Source: an optimization exercise on an open RTL-to-GDS flow (aim: small area, a short achievable clock period and few clock cycles per item). Production flows keep margins and buffers that such runs may drop.
RTL that was checked went through simulation tests only; none was proved equivalent to the original.
No functional check of the RTL was part of runs 1 to 3.

`run.sh`:
```
#!/bin/bash
# synth_recipe.tcl (not shown) runs the flow's synth.tcl, then flattens the netlist and writes it again
# the make line also repeats each setting of config.mk as NAME=value (left out here)
make -C /OpenROAD-flow-scripts/flow DESIGN_CONFIG=/design/flow/config.mk WORK_HOME=/design/flow/orfs CLKGATE_MAP_FILE= SYNTH_SCRIPT=/design/flow/synth_recipe.tcl finish
```
`config.mk`:
```
export PLATFORM = sky130hd
export DESIGN_NAME = aes_core
export DESIGN_NICKNAME = aes_core
export VERILOG_FILES = /design/flow/design.v
export SDC_FILE = /design/flow/constraint.sdc
export NUM_CORES = 4
export LEC_CHECK = 0
export ABC_CLOCK_PERIOD_IN_PS = 2400
export CAP_MARGIN = 20
export CORE_MARGIN = 2
export CORE_UTILIZATION = 55
export CTS_CLUSTER_DIAMETER = 100
export CTS_CLUSTER_SIZE = 24
export SETUP_SLACK_MARGIN = 4.6
export SLEW_MARGIN = 20
export TNS_END_PERCENT = 0
```
`constraint.sdc`:
```
create_clock -name core_clock -period 7.0 [get_ports {clk}]
set_input_delay 1.4000 -clock core_clock [delete_from_list [all_inputs] [get_ports {clk}]]
set_output_delay 1.4000 -clock core_clock [all_outputs]
set_load 0.01 [all_outputs]
```
`design.v`:
```
module aes_sbox (
    input  wire [7:0] a,
    output wire [7:0] y
);
    wire T1, T2, T3, T4, T5, T6, T7, T8, T9, T10, T11, T12, T13, T14, T15, T16, T17, T18, T19, T20, T21, T22, T23, T24, T25, T26, T27, M1, M2, M3, M4, M5, M6, M7, M8, M9, M10, M11, M12, M13, M14, M15, M16, M17, M18, M19, M20, M21, M22, M23, M24, M25, M26, M27, M28, M29, M30, M31, M32, M33, M34, M35, M36, M37, M38, M39, M40, M41, M42, M43, M44, M45, M46, M47, M48, M49, M50, M51, M52, M53, M54, M55, M56, M57, M58, M59, M60, M61, M62, M63, L0, L1, L2, L3, L4, L5, L6, L7, L8, L9, L10, L11, L12, L13, L14, L15, L16, L17, L18, L19, L20, L21, L22, L23, L24, L25, L26, L27, L28, L29;
    wire U0, U1, U2, U3, U4, U5, U6, U7;
    assign U0 = a[7];
    assign U1 = a[6];
    assign U2 = a[5];
    assign U3 = a[4];
    assign U4 = a[3];
    assign U5 = a[2];
    assign U6 = a[1];
    assign U7 = a[0];
    assign T1 = U0 ^ U3;
    assign T2 = U0 ^ U5;
    assign T3 = U0 ^ U6;
    assign T4 = U3 ^ U5;
    assign T5 = U4 ^ U6;
    assign T6 = T1 ^ T5;
    assign T7 = U1 ^ U2;
    assign T8 = U7 ^ T6;
    assign T9 = U7 ^ T7;
    assign T10 = T6 ^ T7;
    assign T11 = U1 ^ U5;
    assign T12 = U2 ^ U5;
    assign T13 = T3 ^ T4;
    assign T14 = T6 ^ T11;
    assign T15 = T5 ^ T11;
    assign T16 = T5 ^ T12;
    assign T17 = T9 ^ T16;
    assign T18 = U3 ^ U7;
    assign T19 = T7 ^ T18;
    assign T20 = T1 ^ T19;
    assign T21 = U6 ^ U7;
    assign T22 = T7 ^ T21;
    assign T23 = T2 ^ T22;
    assign T24 = T2 ^ T10;
    assign T25 = T20 ^ T17;
    assign T26 = T3 ^ T16;
    assign T27 = T1 ^ T12;
    assign M1 = T13 & T6;
    assign M2 = T23 & T8;
    assign M3 = T14 ^ M1;
    assign M4 = T19 & U7;
    assign M5 = M4 ^ M1;
    assign M6 = T3 & T16;
    assign M7 = T22 & T9;
    assign M8 = T26 ^ M6;
    assign M9 = T20 & T17;
    assign M10 = M9 ^ M6;
    assign M11 = T1 & T15;
    assign M12 = T4 & T27;
    assign M13 = M12 ^ M11;
    assign M14 = T2 & T10;
    assign M15 = M14 ^ M11;
    assign M16 = M3 ^ M2;
    assign M17 = M5 ^ T24;
    assign M18 = M8 ^ M7;
    assign M19 = M10 ^ M15;
    assign M20 = M16 ^ M13;
    assign M21 = M17 ^ M15;
    assign M22 = M18 ^ M13;
    assign M23 = M19 ^ T25;
    assign M24 = M22 ^ M23;
    assign M25 = M22 & M20;
    assign M26 = M21 ^ M25;
    assign M27 = M20 ^ M21;
    assign M28 = M23 ^ M25;
    assign M29 = M28 & M27;
    assign M30 = M26 & M24;
    assign M31 = M20 & M23;
    assign M32 = M27 & M31;
    assign M33 = M27 ^ M25;
    assign M34 = M21 & M22;
    assign M35 = M24 & M34;
    assign M36 = M24 ^ M25;
    assign M37 = M21 ^ M29;
    assign M38 = M32 ^ M33;
    assign M39 = M23 ^ M30;
    assign M40 = M35 ^ M36;
    assign M41 = M38 ^ M40;
    assign M42 = M37 ^ M39;
    assign M43 = M37 ^ M38;
    assign M44 = M39 ^ M40;
    assign M45 = M42 ^ M41;
    assign M46 = M44 & T6;
    assign M47 = M40 & T8;
    assign M48 = M39 & U7;
    assign M49 = M43 & T16;
    assign M50 = M38 & T9;
    assign M51 = M37 & T17;
    assign M52 = M42 & T15;
    assign M53 = M45 & T27;
    assign M54 = M41 & T10;
    assign M55 = M44 & T13;
    assign M56 = M40 & T23;
    assign M57 = M39 & T19;
    assign M58 = M43 & T3;
    assign M59 = M38 & T22;
    assign M60 = M37 & T20;
    assign M61 = M42 & T1;
    assign M62 = M45 & T4;
    assign M63 = M41 & T2;
    assign L0 = M61 ^ M62;
    assign L1 = M50 ^ M56;
    assign L2 = M46 ^ M48;
    assign L3 = M47 ^ M55;
    assign L4 = M54 ^ M58;
    assign L5 = M49 ^ M61;
    assign L6 = M62 ^ L5;
    assign L7 = M46 ^ L3;
    assign L8 = M51 ^ M59;
    assign L9 = M52 ^ M53;
    assign L10 = M53 ^ L4;
    assign L11 = M60 ^ L2;
    assign L12 = M48 ^ M51;
    assign L13 = M50 ^ L0;
    assign L14 = M52 ^ M61;
    assign L15 = M55 ^ L1;
    assign L16 = M56 ^ L0;
    assign L17 = M57 ^ L1;
    assign L18 = M58 ^ L8;
    assign L19 = M63 ^ L4;
    assign L20 = L0 ^ L1;
    assign L21 = L1 ^ L7;
    assign L22 = L3 ^ L12;
    assign L23 = L18 ^ L2;
    assign L24 = L15 ^ L9;
    assign L25 = L6 ^ L10;
    assign L26 = L7 ^ L9;
    assign L27 = L8 ^ L10;
    assign L28 = L11 ^ L14;
    assign L29 = L11 ^ L17;
    assign y[7] = L6 ^ L24;
    assign y[6] = ~(L16 ^ L26);
    assign y[5] = ~(L19 ^ L28);
    assign y[4] = L6 ^ L21;
    assign y[3] = L20 ^ L22;
    assign y[2] = L25 ^ L29;
    assign y[1] = ~(L13 ^ L27);
    assign y[0] = ~(L6 ^ L23);
endmodule
module aes_sbox_p1 (
    input  wire [7:0] a,
    output wire [3:0] m
);
    wire T1, T2, T3, T4, T5, T6, T7, T8, T9, T10, T11, T12, T13, T14, T15, T16, T17, T18, T19, T20, T21, T22, T23, T24, T25, T26, T27, M1, M2, M3, M4, M5, M6, M7, M8, M9, M10, M11, M12, M13, M14, M15, M16, M17, M18, M19, M20, M21, M22, M23;
    wire U0, U1, U2, U3, U4, U5, U6, U7;
    assign U0 = a[7];
    assign U1 = a[6];
    assign U2 = a[5];
    assign U3 = a[4];
    assign U4 = a[3];
    assign U5 = a[2];
    assign U6 = a[1];
    assign U7 = a[0];
    assign T1 = U0 ^ U3;
    assign T2 = U0 ^ U5;
    assign T3 = U0 ^ U6;
    assign T4 = U3 ^ U5;
    assign T5 = U4 ^ U6;
    assign T6 = T1 ^ T5;
    assign T7 = U1 ^ U2;
    assign T8 = U7 ^ T6;
    assign T9 = U7 ^ T7;
    assign T10 = T6 ^ T7;
    assign T11 = U1 ^ U5;
    assign T12 = U2 ^ U5;
    assign T13 = T3 ^ T4;
    assign T14 = T6 ^ T11;
    assign T15 = T5 ^ T11;
    assign T16 = T5 ^ T12;
    assign T17 = T9 ^ T16;
    assign T18 = U3 ^ U7;
    assign T19 = T7 ^ T18;
    assign T20 = T1 ^ T19;
    assign T21 = U6 ^ U7;
    assign T22 = T7 ^ T21;
    assign T23 = T2 ^ T22;
    assign T24 = T2 ^ T10;
    assign T25 = T20 ^ T17;
    assign T26 = T3 ^ T16;
    assign T27 = T1 ^ T12;
    assign M1 = T13 & T6;
    assign M2 = T23 & T8;
    assign M3 = T14 ^ M1;
    assign M4 = T19 & U7;
    assign M5 = M4 ^ M1;
    assign M6 = T3 & T16;
    assign M7 = T22 & T9;
    assign M8 = T26 ^ M6;
    assign M9 = T20 & T17;
    assign M10 = M9 ^ M6;
    assign M11 = T1 & T15;
    assign M12 = T4 & T27;
    assign M13 = M12 ^ M11;
    assign M14 = T2 & T10;
    assign M15 = M14 ^ M11;
    assign M16 = M3 ^ M2;
    assign M17 = M5 ^ T24;
    assign M18 = M8 ^ M7;
    assign M19 = M10 ^ M15;
    assign M20 = M16 ^ M13;
    assign M21 = M17 ^ M15;
    assign M22 = M18 ^ M13;
    assign M23 = M19 ^ T25;
    assign m = {M20, M21, M22, M23};
endmodule
module aes_sbox_p2 (
    input  wire [7:0] a,
    input  wire [3:0] m,
    output wire [16:0] p
);
    wire M20, M21, M22, M23;
    wire T1, T2, T3, T4, T5, T6, T7, T8, T9, T10, T11, T12, T13, T15, T16, T17, T18, T19, T20, T21, T22, T23, T27, M24, M25, M26, M27, M28, M29, M30, M31, M32, M33, M34, M35, M36, M37, M38, M39, M40, M41, M42, M43, M44, M45, M46, M47, M48, M49, M50, M51, M52, M53, M54, M55, M56, M57, M58, M59, M60, M61, M62, M63, L0, L1, L2, L3, L4, L5, L6, L7, L8, L9, L10, L11, L12, L13, L14, L15, L16, L17, L18, L19, L20, L22;
    assign M20 = m[3];
    assign M21 = m[2];
    assign M22 = m[1];
    assign M23 = m[0];
    wire U0, U1, U2, U3, U4, U5, U6, U7;
    assign U0 = a[7];
    assign U1 = a[6];
    assign U2 = a[5];
    assign U3 = a[4];
    assign U4 = a[3];
    assign U5 = a[2];
    assign U6 = a[1];
    assign U7 = a[0];
    assign T1 = U0 ^ U3;
    assign T2 = U0 ^ U5;
    assign T3 = U0 ^ U6;
    assign T4 = U3 ^ U5;
    assign T5 = U4 ^ U6;
    assign T6 = T1 ^ T5;
    assign T7 = U1 ^ U2;
    assign T8 = U7 ^ T6;
    assign T9 = U7 ^ T7;
    assign T10 = T6 ^ T7;
    assign T11 = U1 ^ U5;
    assign T12 = U2 ^ U5;
    assign T13 = T3 ^ T4;
    assign T15 = T5 ^ T11;
    assign T16 = T5 ^ T12;
    assign T17 = T9 ^ T16;
    assign T18 = U3 ^ U7;
    assign T19 = T7 ^ T18;
    assign T20 = T1 ^ T19;
    assign T21 = U6 ^ U7;
    assign T22 = T7 ^ T21;
    assign T23 = T2 ^ T22;
    assign T27 = T1 ^ T12;
    assign M24 = M22 ^ M23;
    assign M25 = M22 & M20;
    assign M26 = M21 ^ M25;
    assign M27 = M20 ^ M21;
    assign M28 = M23 ^ M25;
    assign M29 = M28 & M27;
    assign M30 = M26 & M24;
    assign M31 = M20 & M23;
    assign M32 = M27 & M31;
    assign M33 = M27 ^ M25;
    assign M34 = M21 & M22;
    assign M35 = M24 & M34;
    assign M36 = M24 ^ M25;
    assign M37 = M21 ^ M29;
    assign M38 = M32 ^ M33;
    assign M39 = M23 ^ M30;
    assign M40 = M35 ^ M36;
    assign M41 = M38 ^ M40;
    assign M42 = M37 ^ M39;
    assign M43 = M37 ^ M38;
    assign M44 = M39 ^ M40;
    assign M45 = M42 ^ M41;
    assign M46 = M44 & T6;
    assign M47 = M40 & T8;
    assign M48 = M39 & U7;
    assign M49 = M43 & T16;
    assign M50 = M38 & T9;
    assign M51 = M37 & T17;
    assign M52 = M42 & T15;
    assign M53 = M45 & T27;
    assign M54 = M41 & T10;
    assign M55 = M44 & T13;
    assign M56 = M40 & T23;
    assign M57 = M39 & T19;
    assign M58 = M43 & T3;
    assign M59 = M38 & T22;
    assign M60 = M37 & T20;
    assign M61 = M42 & T1;
    assign M62 = M45 & T4;
    assign M63 = M41 & T2;
    assign L0 = M61 ^ M62;
    assign L1 = M50 ^ M56;
    assign L2 = M46 ^ M48;
    assign L3 = M47 ^ M55;
    assign L4 = M54 ^ M58;
    assign L5 = M49 ^ M61;
    assign L6 = M62 ^ L5;
    assign L7 = M46 ^ L3;
    assign L8 = M51 ^ M59;
    assign L9 = M52 ^ M53;
    assign L10 = M53 ^ L4;
    assign L11 = M60 ^ L2;
    assign L12 = M48 ^ M51;
    assign L13 = M50 ^ L0;
    assign L14 = M52 ^ M61;
    assign L15 = M55 ^ L1;
    assign L16 = M56 ^ L0;
    assign L17 = M57 ^ L1;
    assign L18 = M58 ^ L8;
    assign L19 = M63 ^ L4;
    assign L20 = L0 ^ L1;
    assign L22 = L3 ^ L12;
    assign p = {L1, L2, L6, L7, L8, L9, L10, L11, L13, L14, L15, L16, L17, L18, L19, L20, L22};
endmodule
module aes_sbox_p3 (
    input  wire [16:0] p,
    output wire [7:0] y
);
    wire L1, L2, L6, L7, L8, L9, L10, L11, L13, L14, L15, L16, L17, L18, L19, L20, L22;
    wire L21, L23, L24, L25, L26, L27, L28, L29;
    assign L1 = p[16];
    assign L2 = p[15];
    assign L6 = p[14];
    assign L7 = p[13];
    assign L8 = p[12];
    assign L9 = p[11];
    assign L10 = p[10];
    assign L11 = p[9];
    assign L13 = p[8];
    assign L14 = p[7];
    assign L15 = p[6];
    assign L16 = p[5];
    assign L17 = p[4];
    assign L18 = p[3];
    assign L19 = p[2];
    assign L20 = p[1];
    assign L22 = p[0];
    assign L21 = L1 ^ L7;
    assign L23 = L18 ^ L2;
    assign L24 = L15 ^ L9;
    assign L25 = L6 ^ L10;
    assign L26 = L7 ^ L9;
    assign L27 = L8 ^ L10;
    assign L28 = L11 ^ L14;
    assign L29 = L11 ^ L17;
    assign y[7] = L6 ^ L24;
    assign y[6] = ~(L16 ^ L26);
    assign y[5] = ~(L19 ^ L28);
    assign y[4] = L6 ^ L21;
    assign y[3] = L20 ^ L22;
    assign y[2] = L25 ^ L29;
    assign y[1] = ~(L13 ^ L27);
    assign y[0] = ~(L6 ^ L23);
endmodule
module aes_core (
    input  wire         clk,
    input  wire         rst,       
    input  wire         start,     
    input  wire         key_256,   
    input  wire [255:0] key,
    input  wire [127:0] din,       
    output wire         ready,     
    output reg          done,      
    output reg  [127:0] dout
);
    reg [127:0] st0;                     
    reg [127:0] ka0, kb0;
    reg         v0, is256_0;
    reg [3:0]   rnd0;
    reg [7:0]   rcon0;
    reg [127:0] x1;                      
    reg [63:0]  m1;                      
    reg [31:0]  kw1;                     
    reg [15:0]  km1;                     
    reg [127:0] ka1, kb1;
    reg         v1, is256_1;
    reg [3:0]   rnd1;
    reg [7:0]   rcon1;
    reg [271:0] q2;                      
    reg [67:0]  kq2;                     
    reg [127:0] ka2, kb2;
    reg         v2, is256_2;
    reg [3:0]   rnd2;
    reg [7:0]   rcon2;
    reg         rdy;                     
    assign ready = rdy;
    genvar gi;
    wire [127:0] xa = st0 ^ ka0;
    wire [63:0]  ma;
    generate
        for (gi = 0; gi < 16; gi = gi + 1) begin : g_s1
            aes_sbox_p1 u_s1 (.a(xa[127-8*gi -: 8]), .m(ma[63-4*gi -: 4]));
        end
    endgenerate
    wire        rot0 = ~is256_0 | rnd0[0];
    wire [31:0] kwa  = rot0 ? {kb0[23:0], kb0[31:24]} : kb0[31:0];
    wire [15:0] kma;
    generate
        for (gi = 0; gi < 4; gi = gi + 1) begin : g_ks1
            aes_sbox_p1 u_ks1 (.a(kwa[31-8*gi -: 8]), .m(kma[15-4*gi -: 4]));
        end
    endgenerate
    wire [271:0] qa;
    generate
        for (gi = 0; gi < 16; gi = gi + 1) begin : g_s2
            aes_sbox_p2 u_s2 (.a(x1[127-8*gi -: 8]), .m(m1[63-4*gi -: 4]), .p(qa[271-17*gi -: 17]));
        end
    endgenerate
    wire [67:0] kqa;
    generate
        for (gi = 0; gi < 4; gi = gi + 1) begin : g_ks2
            aes_sbox_p2 u_ks2 (.a(kw1[31-8*gi -: 8]), .m(km1[15-4*gi -: 4]), .p(kqa[67-17*gi -: 17]));
        end
    endgenerate
    wire [127:0] sb;
    generate
        for (gi = 0; gi < 16; gi = gi + 1) begin : g_s3
            aes_sbox_p3 u_s3 (.p(q2[271-17*gi -: 17]), .y(sb[127-8*gi -: 8]));
        end
    endgenerate
    wire [127:0] sr;
    generate
        for (gi = 0; gi < 16; gi = gi + 1) begin : g_shift
            localparam integer R = gi % 4;
            localparam integer C = gi / 4;
            localparam integer SRC = 4 * ((C + R) % 4) + R;
            assign sr[127-8*gi -: 8] = sb[127-8*SRC -: 8];
        end
    endgenerate
    function [7:0] xtime;
        input [7:0] b;
        xtime = {b[6:0], 1'b0} ^ (b[7] ? 8'h1b : 8'h00);
    endfunction
    function [31:0] mix_column;
        input [31:0] c;
        reg [7:0] a0, a1, a2, a3;
        begin
            a0 = c[31:24]; a1 = c[23:16]; a2 = c[15:8]; a3 = c[7:0];
            mix_column[31:24] = xtime(a0 ^ a1) ^ a1 ^ a2 ^ a3;
            mix_column[23:16] = xtime(a1 ^ a2) ^ a0 ^ a2 ^ a3;
            mix_column[15:8]  = xtime(a2 ^ a3) ^ a0 ^ a1 ^ a3;
            mix_column[7:0]   = xtime(a3 ^ a0) ^ a0 ^ a1 ^ a2;
        end
    endfunction
    wire [127:0] mc = {mix_column(sr[127:96]), mix_column(sr[95:64]),
                       mix_column(sr[63:32]),  mix_column(sr[31:0])};
    wire [31:0] sw;
    generate
        for (gi = 0; gi < 4; gi = gi + 1) begin : g_ks3
            aes_sbox_p3 u_ks3 (.p(kq2[67-17*gi -: 17]), .y(sw[31-8*gi -: 8]));
        end
    endgenerate
    wire        rot2 = ~is256_2 | rnd2[0];
    wire [7:0]  rc   = rot2 ? rcon2 : 8'h00;
    wire [31:0] p0   = ka2[127:96] ^ {rc, 24'h0};
    wire [31:0] p1   = p0 ^ ka2[95:64];
    wire [31:0] p2   = p0 ^ (ka2[95:64] ^ ka2[63:32]);
    wire [31:0] p3   = p0 ^ (ka2[95:64] ^ ka2[63:32] ^ ka2[31:0]);
    wire [127:0] pfx  = {p0, p1, p2, p3};
    wire [127:0] rk_early = is256_2 ? kb2 : pfx;
    wire [31:0]  sw_rk    = sw & {32{~is256_2}};
    wire [31:0]  sw_ka    = sw & {32{~is256_2 & ~rdy}};
    wire [31:0]  sw_kb    = sw & {32{~rdy}};
    wire [127:0] ka_early = rdy ? key[255:128] : rk_early;
    wire [127:0] kb_early = rdy ? {key[127:32], key_256 ? key[31:0] : key[159:128]} : pfx;
    wire fin0 = (rnd0 == (is256_0 ? 4'd14 : 4'd10));
    wire fin1 = (rnd1 == (is256_1 ? 4'd14 : 4'd10));
    wire fin2 = (rnd2 == (is256_2 ? 4'd14 : 4'd10));
    always @(posedge clk) begin
        x1      <= xa;
        m1      <= ma;
        kw1     <= kwa;
        km1     <= kma;
        ka1     <= ka0;
        kb1     <= kb0;
        is256_1 <= is256_0;
        rnd1    <= rnd0;
        rcon1   <= rcon0;
        q2      <= qa;
        kq2     <= kqa;
        ka2     <= ka1;
        kb2     <= kb1;
        is256_2 <= is256_1;
        rnd2    <= rnd1;
        rcon2   <= rcon1;
        dout <= sr ^ rk_early ^ {4{sw_rk}};
        ka0  <= ka_early ^ {4{sw_ka}};
        kb0  <= kb_early ^ {4{sw_kb}};
        if (rdy) begin
            st0     <= din;
            is256_0 <= key_256;
            rnd0    <= 4'd1;
            rcon0   <= 8'h01;
        end else begin
            st0     <= mc;
            is256_0 <= is256_2;
            rnd0    <= rnd2 + 4'd1;
            rcon0   <= rot2 ? xtime(rcon2) : rcon2;
        end
    end
    wire late_p0 = rdy ? (start & key_256)                  
                       : (v2 & ~fin2 & is256_2 & (rnd2 < 4'd4));
    wire late_p1 = v0 & is256_0 & (rnd0 < 4'd5);            
    wire slot    = ~v1 | fin1;                              
    always @(posedge clk) begin
        if (rst) begin
            v0   <= 1'b0;
            v1   <= 1'b0;
            v2   <= 1'b0;
            done <= 1'b0;
            rdy  <= 1'b1;
        end else begin
            v0   <= rdy ? start : (v2 & ~fin2);
            v1   <= v0;
            v2   <= v1;
            done <= v2 & fin2;
            rdy  <= slot & ~late_p0 & ~late_p1;
        end
    end
endmodule
```
==> flow_summary.ini, run 1 <==
[outcome]
status = no timing/DRC/antenna violations

[detailed_routing]
drtPass1Iterations = 6
dr_total_vias = 55800
wire_per_inst_um = 23.4
drtIter0Drc = 4461
vias_per_cell = 5.44
routed_wl_um = 240000
route.detailed.drc = 0
antenna_left = 0

[worst_hold_path]
hp-class = flop to flop
hold_depth = 0

[critical_path]
crit_family = flip-flops
crit_slowest_cell = dfxtp_4
end_kind = output port
crit_cells = 1
rr_worst_depth = 6
critPathBufInv = 1
cp_max_fo = 1
critPathKind = flop to output port
worst_ep_arrival_time_ns = 1.25
worst_setup_path_start_kind = flop
slowest_delay_ns = 0.42
crit_chain = buf_6
required_ns = 5.60

[yosys]
synth_largest_area_cell = dfxtp_1
yosysWarnings = 1
syn_area_um2 = 78200
syn_area_per_cell_um2 = 9.87
synth-async-reset-ratio_pct = 0
syn-num-nets = 8348
synth_edf_count = 0
ys_seq_area_share_pct = 42.2
synth_area_leaders = dfxtp_1 (42%), xnor2_1 (19%), xor2_1 (9.0%)
synth-seq-cells = 1648
synth_cell_type_count = 77
ys.flop_type = dfxtp_1
syn_inst = 7918
yosysTopAreaCellShare_pct = 42.2

[placement]
hpwlAfterDp_um = 189000
dp.cells = 10100
portBuffers = 517
gp_congestion = 0.946

[global_routing]
grt_pass1_vias = 52800
grt_util_all_layers_pct = 32.0
gr-total-overflow = 0
grt_max_degree = 163
grt_pass1_wl_um = 347000
antenna_found_initial = 21

[final_layout]
instances_no_fill = 10200
area_growth_pct = 14.6
nets = 8765
drive_above_1_share_pct = 13.7
most-common-layout-cells = xnor2_1 (1543), dfxtp_1 (1515), xor2_1 (759), nand2_1 (703), o21ai_0 (456)
mostFrequentLayoutCell = xnor2_1

[die]
rows = 138
core-area_um2 = 141000
die_height_um = 381
initial_utilization_pct = 55.3
fp.dieW_um = 381
fp.dieArea_um2 = 145000
pin_count = 518

[timing]
finalSetupTns_ns = 0
relSlewSlack_pct = 17.7
fmax_mhz = 377
post-route-min-period_ns = 2.65
final-max-slew-violation-count = 0
tightest_slew_ns = 1.23
setup_viol = 0
skew_ns = 0.0417
rsz0062_at_grt = true
fin_crit_sh_pct = 37.9
hold_viol_final = 0

[clock_tree]
cts_tree = yes
clkLatencyLatePin_ns = 0.72
clockRootBuffer = clkbuf_16
hold_buffers = 0
cts_max_path_buffers = 3
cts_num_sinks = 1648
h-tree-depth = 3
cts.clk_slew.worst_paths_ns = 0.11
cts_buffers = 80

[job]
maxCapViolCount = 0
-- layer usage --
layer | share of wire [%] | global-route usage (%)
met1 | 45 | 44.7
met2 | 45 | 51.0
met3 | 5.6 | 3.33
met4 | 3.9 | 11.9
met5 | 0.025 | 0
-- Yosys cell counts (27+ instances only) --
cell type and n:
nand3_1 84, buf_1 48, a21oi_1 242, xnor2_1 1702
a22oi_1 27, inv_1 141, xor2_1 803, nor2b_1 35
o21ai_0 457, o22ai_1 98, buf_2 41, nor3_1 73
dfxtp_1 1648, xnor2_2 57, nand2b_1 140, mux2_2 259
or3_1 47, clkbuf_1 214, nor2_1 426, nand2_1 703
ha_1 42, mux2i_1 137
-- state kept, by name, indices dropped and copies added, names as in the netlist, 16 cells and up --
| name | cells |
|---|---|
| dout | 128 |
| ka0 | 128 |
| ka1 | 128 |
| ka2 | 128 |
| kb0 | 128 |
| kb1 | 128 |
| kb2 | 128 |
| km1 | 16 |
| kq2 | 68 |
| kw1 | 32 |
| m1 | 64 |
| q2 | 272 |
| st0 | 128 |
| x1 | 128 |
-- what timing repair did --
action | CTS | global route
resized for setup | 751 | 212
setup buffers | 13 | 32
endpoints found under the setup margin | 694 | 725
endpoints found under the hold margin | 0 | 0
pin swaps | 6 | 16
gates cloned | 2 | 2
-- logic make-up (layout without fill, tap and decap cells) --
logic type / count (synthesis) / count (layout) / share of synthesized area, %
buffers and inverters: 463 / 893 / 2.35
multiplexers: 398 / 398 / 5.53
adder cells (fa/ha/maj): 42 / 42 / 0.672
other: 0 / 10 / 0
flip-flops: 1648 / 1648 / 42.2
AND/OR/NAND/NOR: 1590 / 1591 / 8.91
AO/OA/AOI/OAI: 1163 / 1163 / 9.61
XOR/XNOR: 2614 / 2614 / 30.7
-- final timing paths --
check	start	end	slack, ns
worst min register to register	ka1[102]	ka2[102]	0.31
worst max register to register	kq2[43]	ka0[53]	4.36
worst max-delay path	dout[61]	dout[61]	4.35
worst min-delay path	ka1[102]	ka2[102]	0.31
-- through the flow --
stage               util [%]  hold slack [ns]  setup slack, ns  cell area [um2]
floorplan                  -            0.310             4.54            78200
finish                  63.5            0.311             4.35            89600
CTS                     62.4            0.323             4.31            88200
global placement        60.3            0.310             3.56            85200
global route            63.4            0.329             4.30            89600
detailed placement      60.3            0.312             3.51            85200
-- final cells by class --
type                       count  area [um2]
timing repair buffer         648        5800
antenna                       10        25.0
clock inverter                 9        93.8
clock buffer                  87        2110
tap                         1890        2360
sequential                  1648       33200
fill                       11900       51600
inverter                     149         559
multi-input combinational   5808       45400
==> run 2: changes to the inputs <==
--- a/config.mk
+++ b/config.mk
@@ -9,7 +9,8 @@
 export CAP_MARGIN = 20
 export CORE_MARGIN = 2
-export CORE_UTILIZATION = 55
+export CORE_UTILIZATION = 65
 export CTS_CLUSTER_DIAMETER = 100
 export CTS_CLUSTER_SIZE = 24
+export PLACE_DENSITY = 0.75
 export SETUP_SLACK_MARGIN = 4.6
 export SLEW_MARGIN = 20
==> flow_summary.ini, run 2 <==
[yosys]
yosysTopAreaCellShare_pct = 42.2
syn_area_um2 = 78200
synth_cell_type_count = 77
ys.flop_type = dfxtp_1
ys_seq_area_share_pct = 42.2
synth_xor_area_share_pct = 30.7
ys_top_cells_by_count = xnor2_1 (1702), dfxtp_1 (1648), xor2_1 (803), nand2_1 (703), o21ai_0 (457)
synthSimpleGateAreaFrac_pct = 8.91
synthMuxAreaShare_pct = 5.53
synth-compound-area-share_pct = 9.61
synth_area_leaders = dfxtp_1 (42%), xnor2_1 (19%), xor2_1 (9.0%)
syn_area_per_cell_um2 = 9.87
synth-seq-cells = 1648
synth_largest_area_cell = dfxtp_1
synth_fa_ha_area_share_pct = 0.672
syn_inst = 7918
synth_edf_count = 0
yosysMostFrequentCell = xnor2_1
syn-num-nets = 8348
synth-async-reset-ratio_pct = 0
yosysWarnings = 1
synth_top_family_by_area = XOR/XNOR gates

[final_layout]
mostFrequentLayoutCell = xnor2_1
most-common-layout-cells = xnor2_1 (1574), dfxtp_1 (1563), xor2_1 (761), nand2_1 (703), o21ai_0 (456)
area_growth_pct = 13.5
finalInstanceArea_um2 = 88700
fill_cells = 8710
instances_no_fill = 9934
nets = 8730
fin_util_pct = 74.1
top_register = q2
largest_register_ffs = 272
drive_above_1_share_pct = 11.7

[clock_tree]
cts_num_sinks = 1648
cts.clk_slew.worst_paths_ns = 0.10
clockRootBuffer = clkbuf_16
hold_buffers = 0
cts_buffers = 79
cts_max_path_buffers = 3
cts_tree = yes
h-tree-depth = 3
clkLatencyLatePin_ns = 0.71

[detailed_routing]
drtPass1Iterations = 8
vias_per_cell = 5.71
antenna_left = 0
routed_wl_um = 232000
drtIter0Drc = 5605
route.detailed.drc = 0
wire_per_inst_um = 23.3
dr_total_vias = 56700

[global_routing]
grt_pass1_vias = 52800
grt_util_all_layers_pct = 36.3
antenna_found_initial = 17
grt_max_degree = 175
gr-total-overflow = 0
grt_pass1_wl_um = 334000

[timing]
fmax_mhz = 365
post-route-min-period_ns = 2.74
skew_ns = 0.0302
hold_viol_final = 0
tightest_slew_ns = 1.14
rsz0062_at_grt = true
fin_crit_sh_pct = 39.1
finalSetupTns_ns = 0
relSlewSlack_pct = 23.4
final-max-slew-violation-count = 0
setup_ws_ns = 4.26
setup_viol = 0

[critical_path]
worst_ep_arrival_time_ns = 3.34
worst_setup_path_start_kind = flop
crit_top_cell = xnor2_2
end_kind = flop
critPathKind = flop to flop
crit_slowest_cell = xnor3_1
slowest_delay_ns = 0.52
crit_family = XOR/XNOR gates
cp_max_fo = 4
crit_chain = xnor3_1, xnor2_4, xnor2_2, xnor2_2, o21ai_0, mux2_2
required_ns = 7.60
critPathBufInv = 0

[die]
fp.dieW_um = 351
core-area_um2 = 120000
initial_utilization_pct = 65.3
rows = 127
fp.dieArea_um2 = 123000
pin_count = 518
die_height_um = 351

[placement]
dp.cells = 9805
dpl_cell_area_um2 = 84700
gp_congestion = 0.988
hpwlAfterDp_um = 180000
place_ws_ns = 3.67
portBuffers = 517

[outcome]
status = no timing/DRC/antenna violations

[job]
maxCapViolCount = 0

[worst_hold_path]
hp-class = flop to flop
[run 2: changes by cell type in the layout (fill, tap and decap cells not counted), sizes merged, moves of 2 or more]
cell,delta
diode,-2
buf,-119
clkbuf,+2
clkinv,+4
clkdlybuf4s15,+56
dlygate4sd2,+24
[run 2: final timing paths]
kind | startpoint | to | slack, ns | cells after the start
worst min-delay path | kb1[119] | kb2[119] | 0.31 | 0
worst max register to register | kq2[48] | ka0[50] | 4.26 | 6
worst max-delay path | kq2[48] | ka0[50] | 4.26 | 6
worst min register to register | kb1[119] | kb2[119] | 0.31 | 0
[run 2: final cells by class]
type                            count  area (um2)  area share (%)
Sequential cell                  1648       33200            37.4
Clock inverter                     13         130           0.147
Timing Repair Buffer              615        5860            6.60
Antenna cell                        8        20.0          0.0226
Clock buffer                       82        2000            2.25
Tap cell                         1612        2020            2.27
Inverter                          149         559           0.630
Multi-Input combinational cell   5807       45000            50.7
[run 2: logic make-up (layout without fill, tap and decap cells)]
logic type | count (synthesis) | count (layout)
multiplexers | 398 | 398
flip-flops | 1648 | 1648
AO/OA/AOI/OAI | 1163 | 1163
AND/OR/NAND/NOR | 1590 | 1590
adder cells (fa/ha/maj) | 42 | 42
other | 0 | 8
XOR/XNOR | 2614 | 2614
buffers and inverters | 463 | 859
[run 2: what timing repair did]
item / CTS / global route
setup buffers: 5 / 18
gates resized for setup: 512 / 169
endpoints found under the setup margin: 616 / 701
pin swaps: 2 / 11
gates cloned: 0 / 3
[run 2: per-layer routing]
layer | share of wire (%) | vias to the layer above | track usage (%)
met5 | 0.035 | - | 0
met4 | 4.8 | 12 | 16.2
met3 | 8.2 | 406 | 5.00
met2 | 45 | 2292 | 57.9
met1 | 42 | 27200 | 49.2
li1 | - | 26700 | -
[run 2: stage by stage]
stage / hold WS [ns]
after floorplan: 0.310
after global placement: 0.309
after detailed placement: 0.312
after CTS: 0.318
after global routing: 0.329
final: 0.315
==> run 3: changes to the inputs <==
==> config.mk (replaced) <==
export PLATFORM = sky130hd
export DESIGN_NAME = aes_core
export DESIGN_NICKNAME = aes_core
export VERILOG_FILES = /design/flow/design.v
export SDC_FILE = /design/flow/constraint.sdc
export NUM_CORES = 4
export LEC_CHECK = 0
export ABC_CLOCK_PERIOD_IN_PS = 2650
export CAP_MARGIN = 10
export CORE_MARGIN = 2
export CORE_UTILIZATION = 60
export CTS_CLUSTER_DIAMETER = 100
export CTS_CLUSTER_SIZE = 24
export PLACE_DENSITY = 0.7
export SETUP_SLACK_MARGIN = 4.35
export SLEW_MARGIN = 10
export TNS_END_PERCENT = 0
==> flow_summary.ini, run 3 <==
[clock_tree]
hold_buffers = 0
clkLatencyLatePin_ns = 0.74
cts_buffers = 80
cts.clk_slew.worst_paths_ns = 0.10
clockRootBuffer = clkbuf_16
cts_num_sinks = 1648
cts_max_path_buffers = 3
h-tree-depth = 3
cts_tree = yes

[global_routing]
grt_max_degree = 164
grt_pass1_vias = 52000
grt_util_all_layers_pct = 34.0
grt_pass1_wl_um = 334000
gr-total-overflow = 0
antenna_found_initial = 29

[final_layout]
area_growth_pct = 12.1
finalInstanceArea_um2 = 87600
fill_cells = 10500
largest_register_ffs = 272
most-common-layout-cells = xnor2_1 (1645), dfxtp_1 (1615), xor2_1 (794), nand2_1 (703), o21ai_0 (456)
multiInputGateArea_um2 = 43900
mostFrequentLayoutCell = xnor2_1
drive_above_1_share_pct = 8.64
top_register = q2
nets = 8712
seqCellArea_um2 = 33000
instances_no_fill = 10000

[critical_path]
regToRegStartpoint = kq2[26]
crit_path_start = kq2[26]
rrSetupSlack_ns = 3.95
worst_ep_arrival_time_ns = 3.60
required_ns = 7.55
end_kind = flop
critPathKind = flop to flop
worst_setup_path_start_kind = flop
cp_max_fo = 3

[placement]
gp_congestion = 0.988
hpwlAfterDp_um = 185000
dp.cells = 9937
dpl_cell_area_um2 = 84900
portBuffers = 517

[timing]
final-max-slew-violation-count = 0
fmax_mhz = 328
rsz0062_at_grt = true
relSlewSlack_pct = 12.3
setup_viol = 0
fin_crit_sh_pct = 43.6
skew_ns = 0.0254
finalSetupTns_ns = 0
post-route-min-period_ns = 3.05
hold_viol_final = 0
hold_ws_ns = 0.324
tightest_slew_ns = 1.31

[yosys]
ys.flop_type = dfxtp_1
yosysWarnings = 1
syn-num-nets = 8348
synth-async-reset-ratio_pct = 0
syn_area_per_cell_um2 = 9.87
synth_area_leaders = dfxtp_1 (42%), xnor2_1 (19%), xor2_1 (9.0%)
synth_largest_area_cell = dfxtp_1
syn_area_um2 = 78200
synth_edf_count = 0
ys_top_cells_by_count = xnor2_1 (1702), dfxtp_1 (1648), xor2_1 (803), nand2_1 (703), o21ai_0 (457)
yosysTopAreaCellShare_pct = 42.2
ys_seq_area_share_pct = 42.2
yosysMostFrequentCell = xnor2_1
syn_inst = 7918
synth-seq-cells = 1648
synth_cell_type_count = 77

[detailed_routing]
dr_total_vias = 55700
vias_per_cell = 5.54
route.detailed.drc = 0
routed_wl_um = 232000
drtPass1Iterations = 6
drtIter0Drc = 5243
wire_per_inst_um = 23.1
antenna_left = 0

[die]
pin_count = 518
initial_utilization_pct = 60.4
die_height_um = 365
core-area_um2 = 129000
rows = 132
fp.dieArea_um2 = 133000
fp.dieW_um = 365

[outcome]
status = no timing/DRC/antenna violations

[worst_hold_path]
hp-class = flop to flop
hold_start = kb0[107]

[job]
maxCapViolCount = 0
-- run 3: cell types whose count changed in the layout (fill, tap and decap cells not counted), moves of 15 or more --
cell             delta
xnor2_2            -57
xnor2_1            +71
clkdlybuf4s15_1    -29
dfxtp_2            -37
dfxtp_1            +52
buf_2              -38
dfxtp_4            -15
xor2_2             -30
xor2_1             +33
clkdlybuf4s15_2    -30
dlygate4sd2_1     +106
-- run 3: stage by stage --
| stage | setup slack, ns | utilization, % |
|---|---|---|
| after floorplan | 4.42 | - |
| after global placement | 3.76 | 65.6 |
| after detailed placement | 3.68 | 65.6 |
| after CTS | 4.07 | 67.4 |
| after global routing | 4.04 | 67.7 |
| final | 3.95 | 67.7 |
-- run 3: what timing repair did --
item                                    in CTS  in global routing
pin swaps                                    0                  1
endpoints found under the setup margin     425                530
endpoints found under the hold margin        0                  0
resized for setup                          190                 60
setup buffers                                3                  1
-- run 3: logic make-up (layout without fill, tap and decap cells) --
group,Yosys count,after routing,share of synthesized area (%)
buffers and inverters,463,842,2.35
flip-flops,1648,1648,42.2
multiplexers,398,398,5.53
XOR/XNOR,2614,2614,30.7
adder cells (fa/ha/maj),42,42,0.672
other,0,5,0
AO/OA/AOI/OAI,1163,1163,9.61
AND/OR/NAND/NOR,1590,1590,8.91
-- run 3: layer usage --
layer  part of all wire (%)  GRT usage [%]  up-vias
li1                       -              -    26700
met1                     44           46.8    26600
met2                     44           53.4     1957
met3                    6.9           5.05      397
met4                    4.8           14.3       16
met5                  0.040              0        -
-- run 3: final timing paths --
path                                  to  cells after the start
worst max-delay path            dout[77]                      5
worst min-delay path            kb1[107]                      0
worst max register to register  dout[77]                      5
worst min register to register  kb1[107]                      0
-- run 3: critical path, stage by stage, from the launching register on --
cell     delay, ns
dfxtp_1       0.36
xor2_1        0.18
xnor2_1       0.72
xnor2_1       0.38
mux2i_1       0.37
xnor2_1       0.85
-- run 3: cell type report --
class | instances | share of cell area [%]
clock inverters | 11 | 0.107
multi-input cells | 5807 | 50.1
flip-flops and latches | 1648 | 37.7
well taps | 1742 | 2.49
clock buffers | 86 | 2.43
inverters | 149 | 0.638
diodes | 5 | 0.0143
repair buffers | 596 | 6.45
==> run 4: changes to the inputs <==
--- a/design.v
+++ b/design.v
@@ -370,5 +370,4 @@
     reg         v0, is256_0;
     reg [3:0]   rnd0;
-    reg [7:0]   rcon0;
     reg [127:0] x1;                      
     reg [63:0]  m1;                      
@@ -378,5 +377,4 @@
     reg         v1, is256_1;
     reg [3:0]   rnd1;
-    reg [7:0]   rcon1;
     reg [271:0] q2;                      
     reg [67:0]  kq2;                     
@@ -384,5 +382,4 @@
     reg         v2, is256_2;
     reg [3:0]   rnd2;
-    reg [7:0]   rcon2;
     reg         rdy;                     
     assign ready = rdy;
@@ -453,6 +450,27 @@
         end
     endgenerate
-    wire        rot2 = ~is256_2 | rnd2[0];
-    wire [7:0]  rc   = rot2 ? rcon2 : 8'h00;
+    reg  [7:0]  rc;
+    always @(*) begin
+        case ({is256_2, rnd2})
+            5'h01: rc = 8'h01;
+            5'h02: rc = 8'h02;
+            5'h03: rc = 8'h04;
+            5'h04: rc = 8'h08;
+            5'h05: rc = 8'h10;
+            5'h06: rc = 8'h20;
+            5'h07: rc = 8'h40;
+            5'h08: rc = 8'h80;
+            5'h09: rc = 8'h1b;
+            5'h0a: rc = 8'h36;
+            5'h11: rc = 8'h01;
+            5'h13: rc = 8'h02;
+            5'h15: rc = 8'h04;
+            5'h17: rc = 8'h08;
+            5'h19: rc = 8'h10;
+            5'h1b: rc = 8'h20;
+            5'h1d: rc = 8'h40;
+            default: rc = 8'h00;
+        endcase
+    end
     wire [31:0] p0   = ka2[127:96] ^ {rc, 24'h0};
     wire [31:0] p1   = p0 ^ ka2[95:64];
@@ -478,5 +496,4 @@
         is256_1 <= is256_0;
         rnd1    <= rnd0;
-        rcon1   <= rcon0;
         q2      <= qa;
         kq2     <= kqa;
@@ -485,5 +502,4 @@
         is256_2 <= is256_1;
         rnd2    <= rnd1;
-        rcon2   <= rcon1;
         dout <= sr ^ rk_early ^ {4{sw_rk}};
         ka0  <= ka_early ^ {4{sw_ka}};
@@ -493,10 +509,8 @@
             is256_0 <= key_256;
             rnd0    <= 4'd1;
-            rcon0   <= 8'h01;
         end else begin
             st0     <= mc;
             is256_0 <= is256_2;
             rnd0    <= rnd2 + 4'd1;
-            rcon0   <= rot2 ? xtime(rcon2) : rcon2;
         end
     end
==> config.mk (replaced) <==
export PLATFORM = sky130hd
export DESIGN_NAME = aes_core
export DESIGN_NICKNAME = aes_core
export VERILOG_FILES = /design/flow/design.v
export SDC_FILE = /design/flow/constraint.sdc
export NUM_CORES = 4
export LEC_CHECK = 0
export ABC_CLOCK_PERIOD_IN_PS = 2400
export CAP_MARGIN = 20
export CORE_MARGIN = 2
export CORE_UTILIZATION = 55
export CTS_CLUSTER_DIAMETER = 100
export CTS_CLUSTER_SIZE = 24
export SETUP_SLACK_MARGIN = 4.6
export SLEW_MARGIN = 20
export TNS_END_PERCENT = 0
==> flow_summary.ini, run 4 <==
[detailed_routing]
drtPass1Iterations = 6
vias_per_cell = 5.39
dr_total_vias = 55000
wire_per_inst_um = 23.2
drtIter0Drc = 4202
routed_wl_um = 237000
route.detailed.drc = 0
antenna_left = 0

[final_layout]
seqCellArea_um2 = 32900
area_growth_pct = 14.9
top_register = q2
mostFrequentLayoutCell = xnor2_1
largest_register_ffs = 272
fill_cells = 11600
finalInstanceArea_um2 = 89200
multiInputGateArea_um2 = 45400
most-common-layout-cells = xnor2_1 (1549), dfxtp_1 (1521), xor2_1 (768), nand2_1 (685), o21ai_0 (459)
nets = 8743
drive_above_1_share_pct = 13.2

[critical_path]
crit_family = XOR/XNOR gates
rr_worst_depth = 7
crit_chain = xnor3_1, xnor2_2, xnor2_2, xnor2_2, xnor2_1, o21ai_1, mux2_2
crit_slowest_cell = xnor2_2
slowest_delay_ns = 0.61
regToRegStartpoint = kq2[61]
required_ns = 7.61
rrSetupSlack_ns = 4.35
worst_ep_arrival_time_ns = 3.26
worst_setup_path_start_kind = flop
reg2reg_to = ka0[25]
crit_top_cell = xnor2_2
end_kind = flop
critPathKind = flop to flop
cp_max_fo = 3
critPathBufInv = 0

[die]
initial_utilization_pct = 55.5
pin_count = 518
core-area_um2 = 140000
rows = 137
fp.dieW_um = 380
fp.dieArea_um2 = 144000
die_height_um = 380

[timing]
skew_ns = 0.0310
hold_viol_final = 0
relSlewSlack_pct = 26.3
rsz0062_at_grt = true
finalSetupTns_ns = 0
fmax_mhz = 377
fin_crit_sh_pct = 37.8
post-route-min-period_ns = 2.65
tightest_slew_ns = 1.09
setup_viol = 0
final-max-slew-violation-count = 0

[global_routing]
grt.met3_usage_pct = 4.38
gr-total-overflow = 0
grt_pass1_wl_um = 343000
global_route.peak_usage_layer = met2
grt_util_met1_pct = 43.7
grt_pass1_vias = 51400
antenna_found_initial = 9
grt_util_all_layers_pct = 31.7
grt_max_degree = 134
use_met2_pct = 50.4

[clock_tree]
clkLatencyLatePin_ns = 0.72
cts_num_sinks = 1632
h-tree-depth = 3
clockRootBuffer = clkbuf_16
cts_buffers = 78
cts.clk_slew.worst_paths_ns = 0.10
cts_max_path_buffers = 3
hold_buffers = 0
cts_tree = yes

[placement]
portBuffers = 517
gp_congestion = 0.941
hpwlAfterDp_um = 187000
dpl_cell_area_um2 = 84600

[worst_hold_path]
hold_depth = 0
hp-class = flop to flop
hold_start = kb1[102]
hold_end = kb2[102]

[yosys]
synth_edf_count = 0
syn_area_per_cell_um2 = 9.84
yosysMostFrequentCell = xnor2_1
ys_seq_area_share_pct = 42.1
ys.flop_type = dfxtp_1
synth-async-reset-ratio_pct = 0
syn_area_um2 = 77700
yosysTopAreaCellShare_pct = 42.1
synth-seq-cells = 1632
syn_inst = 7898
ys_top_cells_by_count = xnor2_1 (1699), dfxtp_1 (1632), xor2_1 (811), nand2_1 (685), o21ai_0 (463)
synth_cell_type_count = 78
syn-num-nets = 8332
synth_largest_area_cell = dfxtp_1
synth_area_leaders = dfxtp_1 (42%), xnor2_1 (19%), xor2_1 (9.1%)
yosysWarnings = 1

[outcome]
status = no timing/DRC/antenna violations

[job]
maxCapViolCount = 0
## run 4: changes by cell type in the layout (fill, tap and decap cells not counted), moves of 26 or more
cell,previous run,this run
xnor2_2,114,170
dfxtp_2,27,90
buf_2,1,107
dlygate4sd2_1,130,0
dfxtp_1,1615,1521
xor2_1,794,768
xnor2_1,1645,1549
buf_4,72,121
buf_6,1,29
## run 4: kinds of logic after synthesis
logic type / Yosys count / share of synthesized area (%)
multiplexers: 425 / 5.94
adder cells (fa/ha/maj): 46 / 0.741
flip-flops: 1632 / 42.1
XOR/XNOR: 2601 / 30.5
AND/OR/NAND/NOR: 1565 / 8.88
AO/OA/AOI/OAI: 1153 / 9.49
buffers and inverters: 476 / 2.40
## run 4: area by class of cell
type | instances | share of cell area [%]
antenna | 2 | 0.00561
clock buffer | 85 | 2.29
clock inverter | 7 | 0.101
inverter | 148 | 0.623
multi-input combinational | 5791 | 50.8
sequential | 1632 | 36.8
tap | 1876 | 2.63
timing repair buffer | 658 | 6.69
## run 4: metal layers
metal  wire (um)  vias up
met5           0        -
met1      105000    26300
li1            -    26700
met2      108000     1718
met4       10400        0
met3       13300      326
## run 4: stage by stage
stage	setup WS [ns]	util [%]	hold WS, ns	std cells
2_1_floorplan	4.56	-	0.310	7898
3_5_place_dp	3.50	60.5	0.312	10000
6_report	4.35	63.8	0.325	10200
5_1_grt	4.31	63.8	0.331	10200
3_3_place_gp	3.54	60.5	0.310	10000
4_1_cts	4.33	62.8	0.319	10200
## run 4: worst max-delay path by stage
stage | from | endpoint | slack [ns] | cells past startpoint
2_1_floorplan | rnd0[0] | km1[4] | 4.56 | 11
3_3_place_gp | rnd0[0] | km1[0] | 3.54 | 9
3_5_place_dp | rnd0[0] | km1[0] | 3.50 | 9
4_1_cts | dout[35] | dout[35] | 4.33 | 1
5_1_grt | ka0[89] | m1[47] | 4.31 | 8
6_report | kq2[61] | ka0[25] | 4.35 | 7
## run 4: timing repair
action / in CTS / in global routing
pin swaps: 5 / 14
resized for setup: 809 / 169
cloned: 3 / 1
setup endpoints to repair: 720 / 700
buffers inserted: 14 / 39
Testbench counts of run 4, summed over its fixed seeds: cycles 97,597, blocks 8,000.
==> run 5: changes to the inputs <==
==> flow/run.sh (new file) <==
#!/bin/bash
# The standard layout (standard.sh: the standard flow's synthesis and ORFS flow with config.mk's settings),
# with one change: the buffers ORFS puts on every input and output port are the platform's
# smallest buffer, sky130_fd_sc_hd__buf_1, instead of its default pick; timing repair still
# resizes them where a path needs it. The make output goes to standard.log; each ORFS step
# writes its own log under orfs/logs/.
set -euo pipefail
export BUFFER_PORTS_ARGS="-buffer_cell sky130_fd_sc_hd__buf_1"
bash standard.sh > standard.log 2>&1
==> standard.sh (new file) <==
#!/bin/bash
# synth_recipe.tcl (not shown) runs the flow's synth.tcl, then flattens the netlist and writes it again
# the make line also repeats each setting of config.mk as NAME=value (left out here)
make -C /OpenROAD-flow-scripts/flow DESIGN_CONFIG=/design/flow/config.mk WORK_HOME=/design/flow/orfs CLKGATE_MAP_FILE= SYNTH_SCRIPT=/design/flow/synth_recipe.tcl "${@:-finish}"
removed: run.sh
==> flow_summary.ini, run 5 <==
[yosys]
synth_edf_count = 0
yosysMostFrequentCell = xnor2_1
yosysWarnings = 1
ys_seq_area_share_pct = 42.1
synth-async-reset-ratio_pct = 0
synth_top_family_by_area = XOR/XNOR gates
yosysTopAreaCellShare_pct = 42.1
syn-num-nets = 8332
ys.flop_type = dfxtp_1
syn_area_um2 = 77700
synth_area_leaders = dfxtp_1 (42%), xnor2_1 (19%), xor2_1 (9.1%)
synthSimpleGateAreaFrac_pct = 8.88
syn_area_per_cell_um2 = 9.84
synth_cell_type_count = 78
syn_inst = 7898
synth_xor_area_share_pct = 30.5
synth_fa_ha_area_share_pct = 0.741
ys_top_cells_by_count = xnor2_1 (1699), dfxtp_1 (1632), xor2_1 (811), nand2_1 (685), o21ai_0 (463)
synthMuxAreaShare_pct = 5.94
synth-compound-area-share_pct = 9.49
synth-seq-cells = 1632
synth_largest_area_cell = dfxtp_1

[final_layout]
area_growth_pct = 10.2
drive_above_1_share_pct = 10.6
finalInstanceArea_um2 = 85600
instances_no_fill = 10200
most-common-layout-cells = xnor2_1 (1579), dfxtp_1 (1576), xor2_1 (780), nand2_1 (685), buf_1 (484)
largest_register_ffs = 272
nets = 8721
mostFrequentLayoutCell = xnor2_1
top_register = q2

[global_routing]
gr-total-overflow = 0
grt_pass1_wl_um = 341000
grt_max_degree = 184
antenna_found_initial = 22
grt_util_all_layers_pct = 31.5
grt_pass1_vias = 52100

[detailed_routing]
drtPass1Iterations = 5
vias_per_cell = 5.40
route.detailed.drc = 0
dr_total_vias = 55000
drtIter0Drc = 4178
antenna_left = 1
wire_per_inst_um = 23.0
routed_wl_um = 234000

[timing]
hold_ws_ns = 0.296
skew_ns = 0.0428
rsz0062_at_grt = true
post-route-min-period_ns = 2.72
hold_viol_final = 0
tightest_slew_ns = 1.16
relSlewSlack_pct = 21.7
final-max-slew-violation-count = 0
setup_viol = 0
fin_crit_sh_pct = 38.9
fmax_mhz = 367
finalSetupTns_ns = 0

[critical_path]
regToRegStartpoint = q2[133]
required_ns = 7.61
cp_max_fo = 4
worst_setup_path_start_kind = flop
critPathKind = flop to flop
rr_worst_depth = 6
end_kind = flop
reg2reg_to = st0[33]
worst_ep_arrival_time_ns = 3.33
rrSetupSlack_ns = 4.28

[worst_hold_path]
hold_end = kb2[101]
hold_start = kb1[101]
hold_depth = 0
hp-class = flop to flop

[outcome]
status = complete, but fails checks
so.violations = antenna rules

[die]
fp.dieW_um = 380
core-area_um2 = 140000
die_height_um = 380
rows = 137
initial_utilization_pct = 55.5
fp.dieArea_um2 = 144000
pin_count = 518

[placement]
hpwlAfterDp_um = 187000
portBuffers = 517
gp_congestion = 0.941
dpl_cell_area_um2 = 81400
dp.cells = 10100

[clock_tree]
clockRootBuffer = clkbuf_16
cts_max_path_buffers = 3
cts_num_sinks = 1632
cts.clk_slew.worst_paths_ns = 0.09
cts_buffers = 79
h-tree-depth = 3
hold_buffers = 0
cts_tree = yes
clkLatencyLatePin_ns = 0.75

[job]
maxCapViolCount = 0
==> run 5: area by class of cell <==
class	count	area, um2
diodes	10	25.0
clock buffers	84	2010
clock inverters	12	188
fillers	12100	54200
inverters	148	556
multi-input cells	5791	44800
flip-flops and latches	1632	32800
well taps	1876	2350
repair buffers	635	2980
==> run 5: how the worst max path moves through the flow <==
stage / slack [ns] / from / to / cells after the start
3_5_place_dp: 3.40 / rnd0[0] / km1[0] / 9
6_report: 4.28 / q2[133] / st0[33] / 6
3_3_place_gp: 3.42 / rnd0[0] / km1[0] / 9
4_1_cts: 4.27 / dout[75] / dout[75] / 1
5_1_grt: 4.25 / ka0[39] / m1[18] / 8
2_1_floorplan: 4.56 / rnd0[0] / km1[4] / 11
==> run 5: cells by family (layout without fill, tap and decap cells) <==
| logic type | count (synthesis) | after routing |
|---|---|---|
| compound gates | 1153 | 1153 |
| flops | 1632 | 1632 |
| buf+inv | 476 | 879 |
| simple gates | 1565 | 1566 |
| fa+ha+maj | 46 | 46 |
| other cells | 0 | 10 |
| xor+xnor | 2601 | 2601 |
| mux | 425 | 425 |
==> run 5: per-layer routing <==
metal	vias up	share of wire (%)	track usage, %
met5	-	0.023	0
met1	26300	45	43.7
met4	8	4.5	12.3
met3	330	5.2	3.49
li1	26700	-	-
met2	1671	45	50.1
==> run 5: timing repair <==
item,in CTS,in global routing
setup buffers,9,21
cloned,1,1
resized for setup,196,118
pin swaps,2,8
setup endpoints to repair,650,715
==> run 5: worst max-delay path, stage by stage (launching register included) <==
cell,delay [ns]
dfxtp_1,0.37
xor2_1,0.21
xnor2_1,0.91
xnor2_1,0.41
xnor2_1,0.25
xnor2_1,0.15
mux2_2,0.30
==> run 5: through the flow <==
step	utilization [%]	setup slack, ns
floorplan	-	4.56
global placement	58.2	3.42
detailed placement	58.2	3.40
CTS	60.5	4.27
global route	61.2	4.25
finish	61.2	4.28
==> run 6: changes to the inputs <==
--- a/config.mk
+++ b/config.mk
@@ -14,3 +14,3 @@
 export SETUP_SLACK_MARGIN = 4.6
 export SLEW_MARGIN = 20
-export TNS_END_PERCENT = 0
+export TNS_END_PERCENT = 10
==> flow_summary.ini, run 6 <==
[timing]
rsz0062_at_grt = true
tightest_slew_ns = 1.16
relSlewSlack_pct = 22.1
final-max-slew-violation-count = 0
skew_ns = 0.0287
fin_crit_sh_pct = 39.2
post-route-min-period_ns = 2.74
fmax_mhz = 364
finalSetupTns_ns = 0
hold_viol_final = 0
setup_viol = 0

[global_routing]
grt_util_all_layers_pct = 31.7
grt_pass1_vias = 51800
gr-total-overflow = 0
grt_pass1_wl_um = 342000
grt_max_degree = 146
antenna_found_initial = 10

[yosys]
yosysTopAreaCellShare_pct = 42.1
synth_area_leaders = dfxtp_1 (42%), xnor2_1 (19%), xor2_1 (9.1%)
ys.flop_type = dfxtp_1
synth_largest_area_cell = dfxtp_1
syn_area_per_cell_um2 = 9.84
synth-async-reset-ratio_pct = 0
yosysMostFrequentCell = xnor2_1
syn_inst = 7898
ys_seq_area_share_pct = 42.1
synth_cell_type_count = 78
synth-seq-cells = 1632
ys_top_cells_by_count = xnor2_1 (1699), dfxtp_1 (1632), xor2_1 (811), nand2_1 (685), o21ai_0 (463)
yosysWarnings = 1
syn-num-nets = 8332
synth_edf_count = 0
syn_area_um2 = 77700

[placement]
dp.cells = 10100
hpwlAfterDp_um = 187000
gp_congestion = 0.957
portBuffers = 517

[clock_tree]
cts_num_sinks = 1632
cts.clk_slew.worst_paths_ns = 0.10
cts_buffers = 79
h-tree-depth = 3
clockRootBuffer = clkbuf_16
cts_max_path_buffers = 3
cts_tree = yes
clkLatencyLatePin_ns = 0.74
hold_buffers = 0

[die]
fp.dieArea_um2 = 144000
pin_count = 518
core-area_um2 = 140000
rows = 137
fp.dieW_um = 380
initial_utilization_pct = 55.5
die_height_um = 380

[critical_path]
worst_ep_arrival_time_ns = 3.32
critPathKind = flop to flop
crit_family = XOR/XNOR gates
worst_setup_path_start_kind = flop
crit_path_start = q2[85]
crit_chain = xnor2_1, xor2_1, xnor2_1, xnor2_1, xnor2_1, o21ai_0
slowest_delay_ns = 0.79
end_kind = flop
cp_max_fo = 4
crit_slowest_cell = xnor2_1
required_ns = 7.57
crit_top_cell = xnor2_1
critPathBufInv = 0
regToRegStartpoint = q2[85]

[final_layout]
largest_register_ffs = 272
nets = 8799
fin_util_pct = 63.1
most-common-layout-cells = dfxtp_1 (1522), xnor2_1 (1518), xor2_1 (752), nand2_1 (685), buf_1 (455)
instances_no_fill = 10300
top_register = q2
fill_cells = 11800
mostFrequentLayoutCell = dfxtp_1
area_growth_pct = 13.7
drive_above_1_share_pct = 13.8

[detailed_routing]
drtPass1Iterations = 9
vias_per_cell = 5.39
routed_wl_um = 238000
antenna_left = 0
drtIter0Drc = 4309
wire_per_inst_um = 23.2
dr_total_vias = 55300
route.detailed.drc = 0

[worst_hold_path]
hold_start = ka1[33]
hp-class = flop to flop

[outcome]
status = no timing/DRC/antenna violations

[job]
maxCapViolCount = 0
## run 6: cell counts after synthesis
No cell type changed its count.
## run 6: cell families after synthesis
kind of cell               Yosys count  share of synthesized area (%)
AOI/OAI and AO/OA                 1153                           9.49
xor gates and xnor gates          2601                           30.5
adders and majority gates           46                          0.741
buffers and inverters              476                           2.40
DFF                               1632                           42.1
muxes                              425                           5.94
and+or+nand+nor                   1565                           8.88
## run 6: routing by layer
layer	wire, um	vias to the layer above	track usage [%]	part of all wire, %
li1	-	26800	-	-
met1	105000	26400	43.7	44
met2	109000	1710	50.5	46
met3	13100	355	3.88	5.5
met4	10300	4	12.9	4.4
met5	19	-	0	0.0080
## run 6: metrics by stage
step	hold slack, ns	area [um2]	worst slack (ns)
finish	0.323	88300	4.26
global route	0.322	88300	4.27
CTS	0.324	85400	4.24
detailed placement	0.312	81400	3.44
global placement	0.309	81400	3.46
floorplan	0.310	77700	4.56
## run 6: worst paths after layout
check / to / cells after the start / slack, ns
min reg2reg: ka2[33] / 0 / 0.32
max reg2reg: st0[116] / 6 / 4.26
min: ka2[33] / 0 / 0.32
max: st0[116] / 6 / 4.26
## run 6: cell type report
| cell class | instances | area [um2] | share of cell area, % |
|---|---|---|---|
| clock inverters | 12 | 166 | 0.188 |
| well taps | 1876 | 2350 | 2.66 |
| multi-input cells | 5793 | 46500 | 52.6 |
| inverters | 148 | 578 | 0.655 |
| clock buffers | 85 | 2040 | 2.31 |
| flip-flops and latches | 1632 | 32800 | 37.2 |
| diodes | 5 | 12.5 | 0.0142 |
| repair buffers | 711 | 3830 | 4.33 |
## run 6: what timing repair did
action	in CTS	in global routing
endpoints found under the setup margin	691	661
gates cloned	4	1
resized for setup	218	413
pin swaps	23	43
setup buffers	39	65
endpoints found under the hold margin	0	0

[afterwards: timing with drivers on the ports]
No port has a modelled driver above. Below, the same layouts with a new extraction and two added sets of constraints. Step 1: set_driving_cell puts a clkbuf_16 on clk and a buf_2 on each other input, an assumption about the parent block. Step 2 moves the port delays by t, midway between the first and last clock arrival at a register: inputs arrive t later, outputs are due t later. That takes back most of the time a late clock gives input paths. Three values: ideal ports, drivers, drivers and shift; two values: the first two.
run | t (ns) | setup WS [ns] | worst setup path after step 2 | latest minus earliest clock arrival (ns) | slew at the worst register clock pin (ns)
run 1 | 0.784 | 4.348 / 4.261 / 4.289 | input to register | 0.042 / 0.042 | 0.11 / 0.11
run 2 | 0.782 | 4.264 / 4.205 / 4.264 | register to register | 0.032 / 0.033 | 0.10 / 0.10
run 3 | 0.809 | 3.949 / 3.949 / 3.898 | input to register | 0.029 / 0.029 | 0.10 / 0.10
run 4 | 0.785 | 4.351 / 4.291 / 4.142 | input to register | 0.032 / 0.032 | 0.11 / 0.11
run 5 | 0.814 | 4.276 / 4.198 / 4.142 | input to register | 0.046 / 0.045 | 0.10 / 0.10
run 6 | 0.814 | 4.256 / 4.249 / 4.175 | input to register | 0.032 / 0.032 | 0.10 / 0.10
For run 4, which loses most, drivers alone change the setup slack by -0.060 ns; drivers and shift together by -0.209 ns.
